Context: an optimization exercise on an open-source flow, tuned for small area, a short achievable clock period and few clock cycles per item. The choices shown serve that exercise and are no tape-out recipe.
Where RTL was checked, it was by simulation tests only, not by an equivalence proof against the original.

Setup of rev 12:
==> module bunting_aes256, before the edit <==
module bunting_aes256 (
    input  wire         clk,
    input  wire         rst,         
    input  wire [255:0] key,         
    input  wire         in_valid,
    output wire         in_ready,
    input  wire [127:0] in_block,    
    output reg          out_valid,
    output reg  [127:0] out_block    
);
    localparam NU = 7;
    reg  [3:0]        q;
    reg  [1:0]        r;
    reg               win_q;         
    reg  [3*NU-1:0]   vr;            
    reg  [128*NU-1:0] ra, rc;        
    reg  [192*NU-1:0] rb;
    reg  [128*NU-1:0] ku;            
    reg  [127:0]      kp, kc;
    reg  [47:0]       kt1;
    reg  [31:0]       kt;
    assign in_ready = win_q;
    wire [192*NU-1:0] ta;
    wire [128*NU-1:0] sb, mk;
    genvar j;
    generate
        for (j = 0; j < NU; j = j + 1) begin : g_unit
            sub_top u_a (.a(ra[128*j +: 128]), .y(ta[192*j +: 192]));
            sub_bot u_b (.a(rb[192*j +: 192]), .y(sb[128*j +: 128]));
            mix_ark u_c (.a(rc[128*j +: 128]), .k(ku[128*j +: 128]), .y(mk[128*j +: 128]));
        end
    endgenerate
    always @(posedge clk) begin
        ra        <= {mk[128*NU-129:0], win_q ? (in_block ^ key[255:128]) : mk[128*NU-1 -: 128]};
        rb        <= ta;
        rc        <= sb;
        out_block <= rc[128*NU-1 -: 128] ^ ku[128*NU-1 -: 128];
    end
    wire [47:0] ks1;
    wire [31:0] ks;
    generate
        genvar i;
        for (i = 0; i < 4; i = i + 1) begin : g_ksub
            sbox_top u_top (.a(kc[31 - 8*i -: 8]), .m(ks1[47 - 12*i -: 4]), .t(ks1[43 - 12*i -: 8]));
            sbox_bot u_bot (.m(kt1[47 - 12*i -: 4]), .t(kt1[43 - 12*i -: 8]), .y(ks[31 - 8*i -: 8]));
        end
    endgenerate
    wire [7:0]   rcon = 8'h01 << q[3:1];
    wire [31:0]  tx   = q[0] ? {kt[23:16] ^ rcon, kt[15:0], kt[31:24]} : kt;
    wire [31:0]  p01  = kp[127:96] ^ kp[95:64];
    wire [31:0]  n0   = kp[127:96] ^ tx;
    wire [31:0]  n1   = p01 ^ tx;
    wire [31:0]  n2   = kp[63:32] ^ n1;
    wire [31:0]  n3   = kp[31:0] ^ n2;
    wire [127:0] nk   = {n0, n1, n2, n3};
    wire [2:0]   qu   = (q >= 4'd7) ? q[2:0] + 3'd1 : q[2:0];
    always @(posedge clk) begin
        kt1 <= ks1;
        kt  <= ks;
        if (r == 2'd1) begin
            kp <= (q == 4'd0) ? key[255:128] : kc;
            kc <= (q == 4'd0) ? key[127:0] : nk;
        end
    end
    generate
        for (j = 0; j < NU; j = j + 1) begin : g_key
            always @(posedge clk)
                if (r == 2'd1 && qu == j)
                    ku[128*j +: 128] <= (j == 0 && q == 4'd0) ? key[127:0] : nk;
        end
    endgenerate
    wire [3:0] q1   = (r == 2'd2) ? ((q == 4'd13) ? 4'd0 : q + 4'd1) : q;
    wire [1:0] r1   = (r == 2'd2) ? 2'd0 : r + 2'd1;
    wire       win1 = (q1 == 4'd13 && r1 == 2'd2) || (q1 <= 4'd5) || (q1 == 4'd6 && r1 != 2'd2);
    wire       idle = win_q && (vr[3*NU-2:0] == 0) && !in_valid;
    always @(posedge clk) begin
        if (rst) begin
            q         <= 4'd13;
            r         <= 2'd2;
            win_q     <= 1'b1;
            vr        <= 0;
            out_valid <= 1'b0;
        end else begin
            vr        <= {vr[3*NU-2:0], win_q ? in_valid : vr[3*NU-1]};
            out_valid <= win_q && vr[3*NU-1];
            if (idle) begin
                q     <= 4'd13;
                r     <= 2'd2;
                win_q <= 1'b1;
            end else begin
                q     <= q1;
                r     <= r1;
                win_q <= win1;
            end
        end
    end
endmodule
Settings: LEC_CHECK=0, CAP_MARGIN=20, CORE_MARGIN=2, CORE_UTILIZATION=55, CTS_CLUSTER_DIAMETER=60, CTS_CLUSTER_SIZE=30, SETUP_SLACK_MARGIN=4.0, SLEW_MARGIN=20, SYNTH_HIERARCHICAL=1, SYNTH_MINIMUM_KEEP_SIZE=0; clock period 7.0 ns.
run.sh (not shown) runs the stock make flow with config.mk's settings and CLKGATE_MAP_FILE= SYNTH_SCRIPT=/design/flow/synth_recipe.tcl, a recipe that flattens the netlist after the stock synthesis.
Testbench counts of rev 12, summed over its fixed seeds: cycles 3,456, blocks 1,600.
The following lists how rev 13 was set up differently from rev 12:
--- a/flow/design.v
+++ b/flow/design.v
@@ -2,6 +2,7 @@
 module g_xnor (input wire a, input wire b, output wire y); assign y = ~(a ^ b); endmodule
 module g_nand (input wire a, input wire b, output wire y); assign y = ~(a & b); endmodule
 module g_nor  (input wire a, input wire b, output wire y); assign y = ~(a | b); endmodule
+module g_mux  (input wire s, input wire a, input wire b, output wire y); assign y = s ? b : a; endmodule
 module aes_sbox (
     input  wire [7:0] a,
     output wire [7:0] y
@@ -353,15 +354,21 @@
     wire [192*NU-1:0] ta;
     wire [128*NU-1:0] sb, mk;
     genvar j;
+    wire [127:0]      m7;            
     generate
         for (j = 0; j < NU; j = j + 1) begin : g_unit
             sub_top u_a (.a(ra[128*j +: 128]), .y(ta[192*j +: 192]));
             sub_bot u_b (.a(rb[192*j +: 192]), .y(sb[128*j +: 128]));
-            mix_ark u_c (.a(rc[128*j +: 128]), .k(ku[128*j +: 128]), .y(mk[128*j +: 128]));
+            if (j < NU - 1) begin : g_mix
+                mix_ark u_c (.a(rc[128*j +: 128]), .k(ku[128*j +: 128]), .y(mk[128*j +: 128]));
+            end else begin : g_last
+                mix_ark_in u_c (.a(rc[128*j +: 128]), .k(ku[128*j +: 128]), .sel(win_q),
+                                .d(in_block ^ key[255:128]), .y(m7));
+            end
         end
     endgenerate
     always @(posedge clk) begin
-        ra        <= {mk[128*NU-129:0], win_q ? (in_block ^ key[255:128]) : mk[128*NU-1 -: 128]};
+        ra        <= {mk[128*NU-129:0], m7};
         rb        <= ta;
         rc        <= sb;
         out_block <= rc[128*NU-1 -: 128] ^ ku[128*NU-1 -: 128];
@@ -494,4 +501,53 @@
             end
         end
     endgenerate
+endmodule
+module mix_ark_in (
+    input  wire [127:0] a,
+    input  wire [127:0] k,
+    input  wire         sel,
+    input  wire [127:0] d,
+    output wire [127:0] y
+);
+    genvar c;
+    generate
+        for (c = 0; c < 4; c = c + 1) begin : g_col
+            mix_col_in u_col (.a(a[127 - 32*c -: 32]), .k(k[127 - 32*c -: 32]), .sel(sel),
+                              .d(d[127 - 32*c -: 32]), .y(y[127 - 32*c -: 32]));
+        end
+    endgenerate
+endmodule
+module mix_col_in (
+    input  wire [31:0] a,            
+    input  wire [31:0] k,
+    input  wire        sel,
+    input  wire [31:0] d,
+    output wire [31:0] y
+);
+    wire [31:0] b, p, pd, qn, qg;
+    genvar i, j;
+    generate
+        for (i = 0; i < 4; i = i + 1) begin : g_byte
+            for (j = 0; j < 8; j = j + 1) begin : g_bit
+                g_xor u_b (.a(a[31 - 8*i - 7 + j]), .b(a[31 - 8*((i + 1) % 4) - 7 + j]), .y(b[31 - 8*i - 7 + j]));
+                g_xor u_c (.a(a[31 - 8*((i + 3) % 4) - 7 + j]), .b(k[31 - 8*i - 7 + j]), .y(p[31 - 8*i - 7 + j]));
+                g_mux u_d (.s(sel), .a(p[31 - 8*i - 7 + j]), .b(d[31 - 8*i - 7 + j]), .y(pd[31 - 8*i - 7 + j]));
+            end
+            wire [7:0] bi = b[31 - 8*i -: 8];
+            wire [7:0] xt;
+            assign xt[0] = bi[7];
+            g_xor u_x1 (.a(bi[0]), .b(bi[7]), .y(xt[1]));
+            assign xt[2] = bi[1];
+            g_xor u_x3 (.a(bi[2]), .b(bi[7]), .y(xt[3]));
+            g_xor u_x4 (.a(bi[3]), .b(bi[7]), .y(xt[4]));
+            assign xt[5] = bi[4];
+            assign xt[6] = bi[5];
+            assign xt[7] = bi[6];
+            for (j = 0; j < 8; j = j + 1) begin : g_out
+                g_xnor u_q (.a(xt[j]), .b(b[31 - 8*((i + 1) % 4) - 7 + j]), .y(qn[31 - 8*i - 7 + j]));
+                g_nor  u_g (.a(qn[31 - 8*i - 7 + j]), .b(sel), .y(qg[31 - 8*i - 7 + j]));
+                g_xor  u_y (.a(qg[31 - 8*i - 7 + j]), .b(pd[31 - 8*i - 7 + j]), .y(y[31 - 8*i - 7 + j]));
+            end
+        end
+    endgenerate
 endmodule
Relative to rev 12, detailed placer's ending HPWL increased by 0.51% in rev 13.
Rev 12 has a higher cell count of the worst reg-to-reg path than rev 13.
Comparing the two runs side by side, rev 13 comes out ahead of rev 12 on worst-case hold slack.
Of rev 13 and rev 12, the lower post-CTS setup buffer count belongs to rev 12.
Summary: with rev 12 as the reference, clock buffer count in rev 13 moved down by a few percent.
The layout from rev 13, despite a flow that completed every stage, fails the layout checks, with the failing checks listed as antenna violations.
[rev 13] mux cell area share after synthesis rose 1.5 points relative to rev 12
Summary — area added between synthesis and finish, rev 13 relative to rev 12: lower, by 0.31 points.
Compared rev 13 against rev 12; final-layout non-clock buffer area share within noise.
Delta(via count of the first global-routing pass, rev 13 - rev 12) < 0
Status: sequential portion of the cell area parity (rev 12, rev 13)
NOTE number of antenna violations at the first check in global routing rev 12->rev 13 decreased slightly
Going from rev 12 to rev 13, total wirelength of the detailed-routed design grew slightly.
The die used by rev 13 is larger than the one used by rev 12.
No functional check of the RTL was part of rev 13.

[separate check: timing with driven ports]
The results above use ideal ports. As a check the final layouts listed here were re-extracted and re-timed, cells and wires unchanged. Step 1 (the two cells are an assumption about what drives the block):
set clk [get_ports {clk}]
set_driving_cell -lib_cell sky130_fd_sc_hd__clkbuf_16 $clk
set_driving_cell -lib_cell sky130_fd_sc_hd__buf_2 [delete_from_list [all_inputs] $clk]
Step 2 adds t to the input delays and takes it off the output delays; t is the mean of the earliest and latest rising clock arrival at the registers after step 1. Input paths then give back, and output paths get back, about the clock's delay inside the block. a / b / c = ideal ports / drivers / drivers and shift; a / b = the first two.
| run | t, ns | setup slack, ns | worst slew at a driven data input, ns |
|---|---|---|---|
| rev 12 | 1.162 | 3.867 / 3.835 / 3.768 | 0.19 |
| rev 13 | 1.188 | 3.844 / 3.833 / 3.699 | 0.19 |
The setup slack of rev 13, which loses most, moves by -0.011 ns with the drivers and by -0.145 ns with both steps.
